This design comes from an exercise in tuning for small area and a short achievable clock period on the open sky130 flow, not from production work.
The RTL was checked by simulation tests, not by an equivalence proof against the original design.

==> trial 70 <==
## cledon_narrow
module cledon_narrow (
    input  wire         clk,
    input  wire         rst,           
    input  wire         cfg_load,      
    input  wire [31:0]  cfg_seed,
    input  wire         in_valid,
    input  wire [127:0] in_data,       
    input  wire [3:0]   in_fmt,
    input  wire [1:0]   in_rnd,
    input  wire         in_strict,
    input  wire [7:0]   in_scale,
    output reg          out_valid,
    output reg  [63:0]  out_code,      
    output reg  [3:0]   out_sat,
    output reg  [3:0]   out_nan_in,
    output reg  [3:0]   out_strict_nan,
    output reg  [3:0]   out_nonzero,
    output reg  [3:0]   out_flushed
);
==> module cledon_narrow_lane, before the edit <==
module cledon_narrow_lane (
    input  wire        clk,
    input  wire [31:0] x,
    input  wire        a_bf, a_fp16, a_e4, a_e5, a_i8,
    input  wire [7:0]  a_kk,      
    input  wire [9:0]  a_tk,      
    input  wire [5:0]  a_cmk,     
    input  wire [4:0]  a_qs,      
    input  wire [5:0]  a_v6,      
    input  wire        a_v6z,     
    input  wire        b_ne,
    input  wire        b_sr,
    input  wire [15:0] draw,
    input  wire        b_fp16, b_e4, b_e5, b_i8,
    input  wire        b_strict,
    output reg  [15:0] code,
    output reg         sat,
    output reg         nan_in,
    output reg         strict_nan,
    output reg         nonzero,
    output reg         flushed
);
    wire        s    = x[31];
    wire [7:0]  E    = x[30:23];
    wire [22:0] M    = x[22:0];
    wire        h    = |E;
    wire        e_ff = &E;
    wire        m_nz = |M;
    wire        is_nan = e_ff & m_nz;
    wire        is_inf = e_ff & !m_nz;
    wire        nz     = !e_ff & (h | m_nz);
    wire [23:0] sig  = {h, M};
    reg [4:0] p;
    integer i;
    always @(*) begin
        p = 5'd0;
        for (i = 0; i < 23; i = i + 1)
            if (M[i]) p = i[4:0];
    end
    reg [4:0] tz;
    always @(*) begin
        tz = 5'd0;
        for (i = 23; i >= 0; i = i - 1)
            if (sig[i]) tz = i[4:0];
    end
    wire signed [9:0] S = $signed({2'b00, E}) + $signed({{2{a_kk[7]}}, a_kk});
    wire norm_h = $signed({2'b00, E}) > $signed(a_tk);
    wire shz_h  = (a_fp16 & (S < 10'sd57)) | (a_e4 & (S < 10'sd72)) | (a_e5 & (S < 10'sd65)) | (a_i8 & (S < 10'sd81));
    wire [5:0] dlo = a_cmk - E[5:0];
    wire [5:0] n17 = a_fp16 ? 6'd7 : a_e4 ? 6'd14 : a_e5 ? 6'd15 : 6'd10;
    wire ebig   = norm_h & ((a_e4 & (S > 10'sd135)) | ((a_fp16 | a_e5) & (S > 10'sd143)));
    wire int_big = a_i8 & (S > 10'sd133);
    wire [7:0] bexp_h = a_bf ? E : a_e4 ? {4'd0, ~S[3], S[2:0]} : {3'd0, ~S[4], S[3:0]};
    wire norm_s = p > a_qs;
    wire [4:0] bexp_s = p - a_qs;
    wire [5:0] nsh_s  = {1'b0, p} - (a_e4 ? 6'd9 : 6'd8);
    wire normal = h ? norm_h : norm_s;
    wire shz = !normal & (h ? shz_h : a_v6z);
    wire [5:0] shc = shz ? 6'd63 : h ? (norm_h ? n17 : dlo) : (norm_s ? nsh_s : a_v6);
    wire [33:0] wide = {sig, 10'd0};
    wire [33:0] win  = wide >> shc;
    wire [9:0]  q    = win[25:16];
    wire [15:0] fr   = win[15:0];
    wire [5:0]  tzm5 = {1'b0, tz} - 6'd5;
    wire sticky = tzm5[5] | (tzm5 < shc);    
    wire [7:0] bexp = h ? bexp_h : {3'd0, bexp_s};
    reg [14:0] cpre;
    always @(*) begin
        cpre = {5'd0, q};
        if (normal)
            case (1'b1)
                a_bf:    cpre = {bexp, q[6:0]};
                a_fp16:  cpre = {bexp[4:0], q[9:0]};
                a_e4:    cpre = {8'd0, bexp[3:0], q[2:0]};
                default: cpre = {8'd0, bexp[4:0], q[1:0]};
            endcase
    end
    wire big = is_inf | (nz & (ebig | int_big));
    reg        b_s, b_sticky, b_nan, b_big, b_nz;
    reg [14:0] b_cpre;
    reg [15:0] b_fr;
    always @(posedge clk) begin
        b_s      <= s;
        b_sticky <= sticky;
        b_nan    <= is_nan;
        b_big    <= big;
        b_nz     <= nz;
        b_cpre   <= cpre;
        b_fr     <= fr;
    end
    wire b_up = b_ne ? (b_fr[15] & (b_sticky | b_cpre[0])) : (b_sr & (b_fr > ~draw));
    reg [14:0] maxc;
    always @(*) begin
        case (1'b1)
            b_fp16:  maxc = 15'h7BFF;
            b_e4:    maxc = 15'h007E;
            b_e5:    maxc = 15'h007B;
            b_i8:    maxc = 15'h007F;
            default: maxc = 15'h7F7F;
        endcase
    end
    wire gt    = b_cpre > maxc;
    wire eq    = b_cpre == maxc;
    wire neg_i = b_i8 & b_s;
    wire [14:0] cx   = b_cpre ^ {15{neg_i}};
    wire [14:0] inc  = cx + 15'd1;
    wire [14:0] sum0 = neg_i ? inc : cx;       
    wire [14:0] sum1 = neg_i ? cx  : inc;      
    wire [15:0] nanc = b_fp16 ? 16'h7E00 : b_e4 ? 16'h007F : b_e5 ? 16'h007E : b_i8 ? 16'h0000 : 16'h7FC0;
    wire [15:0] satc = b_fp16 ? {b_s, 15'h7BFF} : b_e4 ? {8'd0, b_s, 7'h7E} : b_e5 ? {8'd0, b_s, 7'h7B}
                     : b_i8 ? (b_s ? 16'h0081 : 16'h007F) : {b_s, 15'h7F7F};
    wire strict_f = b_strict & !b_i8;
    function [20:0] result;     
        input        ovf;
        input [14:0] sm;
        input        zero;       
        reg   [15:0] numc;
        begin
            numc = b_i8 ? {8'd0, sm[7:0]} : (b_e4 | b_e5) ? {8'd0, b_s, sm[6:0]} : {b_s, sm};
            if (b_nan)
                result = {nanc, 1'b0, 1'b1, strict_f, 1'b0};
            else if (ovf)
                result = strict_f ? {nanc, 1'b0, 1'b0, 1'b1, 1'b0} : {satc, 1'b1, 1'b0, 1'b0, 1'b0};
            else
                result = {numc, 1'b0, 1'b0, 1'b0, b_nz & zero};
        end
    endfunction
    wire [20:0] res0 = result(b_big | gt,      sum0, b_cpre == 15'd0);
    wire [20:0] res1 = result(b_big | gt | eq, sum1, 1'b0);
    always @(*) begin
        nonzero = b_nz;
        {code, sat, nan_in, strict_nan, flushed} = b_up ? res1 : res0;
    end
endmodule
Settings: LEC_CHECK=0, CAP_MARGIN=20, CORE_MARGIN=2, CORE_UTILIZATION=40, SLEW_MARGIN=20; clock period 20.0 ns.
standard.sh (not shown) runs the stock make flow with config.mk's settings and CLKGATE_MAP_FILE= SYNTH_SCRIPT=/design/flow/synth_recipe.tcl, a recipe that flattens the netlist after the stock synthesis.
==> flow/flow/run.sh <==
#!/bin/bash
# Own layout flow: the standard ORFS flow (standard.sh, unchanged synthesis and
# constraints) with two changes in how the layout is made:
#  - timing repair is asked for a setup slack well above what the 20 ns clock needs,
#    so that it sizes up and buffers the long paths;
#  - the port buffers are plain buf_2 cells instead of the default delay buffers.
set -euo pipefail
export SETUP_SLACK_MARGIN=15.0
export BUFFER_PORTS_ARGS="-buffer_cell sky130_fd_sc_hd__buf_2"
bash standard.sh > standard_flow.log 2>&1
==> build 18 (differences from trial 70) <==
--- a/flow/design.v
+++ b/flow/design.v
@@ -126,9 +126,8 @@
         end
     endfunction
-    wire [20:0] res0 = result(b_big | gt,      sum0, b_cpre == 15'd0);
-    wire [20:0] res1 = result(b_big | gt | eq, sum1, 1'b0);
     always @(*) begin
         nonzero = b_nz;
-        {code, sat, nan_in, strict_nan, flushed} = b_up ? res1 : res0;
+        {code, sat, nan_in, strict_nan, flushed} =
+            result(b_big | gt | (eq & b_up), b_up ? sum1 : sum0, (b_cpre == 15'd0) & !b_up);
     end
 endmodule
==> flow/flow/run.sh (replaced) <==
#!/bin/bash
# Own layout flow: the standard ORFS flow (standard.sh, unchanged synthesis and
# constraints) with these changes in how the layout is made:
#  - timing repair is asked for a setup slack well above what the 20 ns clock needs,
#    so that it sizes up and buffers the long paths;
#  - the port buffers are plain buf_2 cells instead of the default delay buffers;
#  - the clock tree uses smaller buffers (a clkbuf_16 at the root), clusters of 16 sinks and no dummy loads.
set -euo pipefail
export SETUP_SLACK_MARGIN=14.9
export BUFFER_PORTS_ARGS="-buffer_cell sky130_fd_sc_hd__buf_2"
export CTS_ARGS="-sink_clustering_enable -repair_clock_nets -dont_use_dummy_load -buf_list {sky130_fd_sc_hd__clkbuf_8} -root_buf sky130_fd_sc_hd__clkbuf_16 -sink_clustering_size 16 -sink_clustering_max_diameter 60"
bash standard.sh > standard_flow.log 2>&1
- ABC_AREA: default -> 1
- CORE_UTILIZATION: 40 -> 55
==> trial 20 (differences from trial 70) <==
--- a/flow/design.v
+++ b/flow/design.v
@@ -56,12 +56,12 @@
     wire [5:0] nsh_s  = {1'b0, p} - (a_e4 ? 6'd9 : 6'd8);
     wire normal = h ? norm_h : norm_s;
+    wire [5:0] shc = h ? (norm_h ? n17 : dlo) : (norm_s ? nsh_s : a_v6);
     wire shz = !normal & (h ? shz_h : a_v6z);
-    wire [5:0] shc = shz ? 6'd63 : h ? (norm_h ? n17 : dlo) : (norm_s ? nsh_s : a_v6);
     wire [33:0] wide = {sig, 10'd0};
     wire [33:0] win  = wide >> shc;
-    wire [9:0]  q    = win[25:16];
-    wire [15:0] fr   = win[15:0];
+    wire [9:0]  q    = shz ? 10'd0 : win[25:16];
+    wire [15:0] fr   = shz ? 16'd0 : win[15:0];
     wire [5:0]  tzm5 = {1'b0, tz} - 6'd5;
-    wire sticky = tzm5[5] | (tzm5 < shc);    
+    wire sticky = tzm5[5] | (tzm5 < shc) | shz;    
     wire [7:0] bexp = h ? bexp_h : {3'd0, bexp_s};
     reg [14:0] cpre;
==> flow/flow/run.sh (replaced) <==
#!/bin/bash
# Own layout flow: the standard ORFS flow, with timing repair asked to reach a
# setup slack well above what the 20 ns clock needs, so that it sizes up and buffers
# the long paths. Constraints (SDC) and everything else are the standard ones.
set -euo pipefail
export SETUP_SLACK_MARGIN=14.5
bash standard.sh > standard_flow.log 2>&1
- CORE_UTILIZATION: 40 -> 65
==> run notes <==
metric	trial 20	trial 70	build 18
Result of the run	no timing/DRC/antenna violations	no timing/DRC/antenna violations	no timing/DRC/antenna violations
Post-CTS Resized	41	290	79
Final setup margin	14530 ps	14880 ps	14910 ps
Detail Route met3 WL	16.7 mm	16.3 mm	15.3 mm
R2r worst-path depth	16	15	31
Uppermost metal layer occupied by signal nets	met5	met4	met5
Die height	245 um	316 um	262 um
Crit path to	out_flushed[0]	out_code[60]	out_code[19]
Global routing met3 resource utilization	0.0965	0.0565	0.0716
F_max	183 MHz	195 MHz	196 MHz
Fraction of standard cell area that is sequential	0.229	0.207	0.238
Core box area	0.0576 mm2	0.0966 mm2	0.0660 mm2
Fin Clk Skew	25.3 ps	36.8 ps	85.2 ps
Length of the first detailed-routing pass in iterations	8	7	6
Source of the worst register-to-register timing path	st_r[14]	a_kk[4]	a_data[97]
Starting density of the core	0.657	0.403	0.557
Crit-path max cell delay	530 ps	360 ps	370 ps
Post-synthesis xor/xnor area fraction	0.117	0.112	0.110
Endpoint with the worst hold slack	b_sr	lane[0].u_lane.b_s	lane[2].u_lane.b_s
Most common cell after layout, fill and taps aside	dfxtp_1	dfxtp_1	nand2_1
Detailed placement HPWL	99.2 mm	121 mm	106 mm

[afterwards: timing with drivers on the ports]
How much do the figures lean on ideal ports? The routed layouts below were timed once more, with nothing changed but the port constraints. Step 1, drivers: a clkbuf_16 drives clk and a buf_2 each remaining input, both assumed. Step 2 moves the port delays by t, midway between the first and last clock arrival at a register: inputs arrive t later, outputs are due t later. That takes back most of the time a late clock gives input paths. Three values: ideal ports, drivers, drivers and shift; two values: the first two.
run	t (ns)	slack for setup (ns)	worst setup path at the end	worst register clock-pin slew, ns
trial 70	0.741	14.876 / 14.807 / 14.387	input to register	0.07 / 0.07
build 18	0.635	14.910 / 14.841 / 14.421	input to register	0.10 / 0.10
trial 20	0.678	14.531 / 14.467 / 14.018	input to register	0.07 / 0.07
After both steps every run listed still meets setup and hold. For trial 20, which loses most, drivers alone change the setup slack by -0.064 ns; drivers and shift together by -0.513 ns.
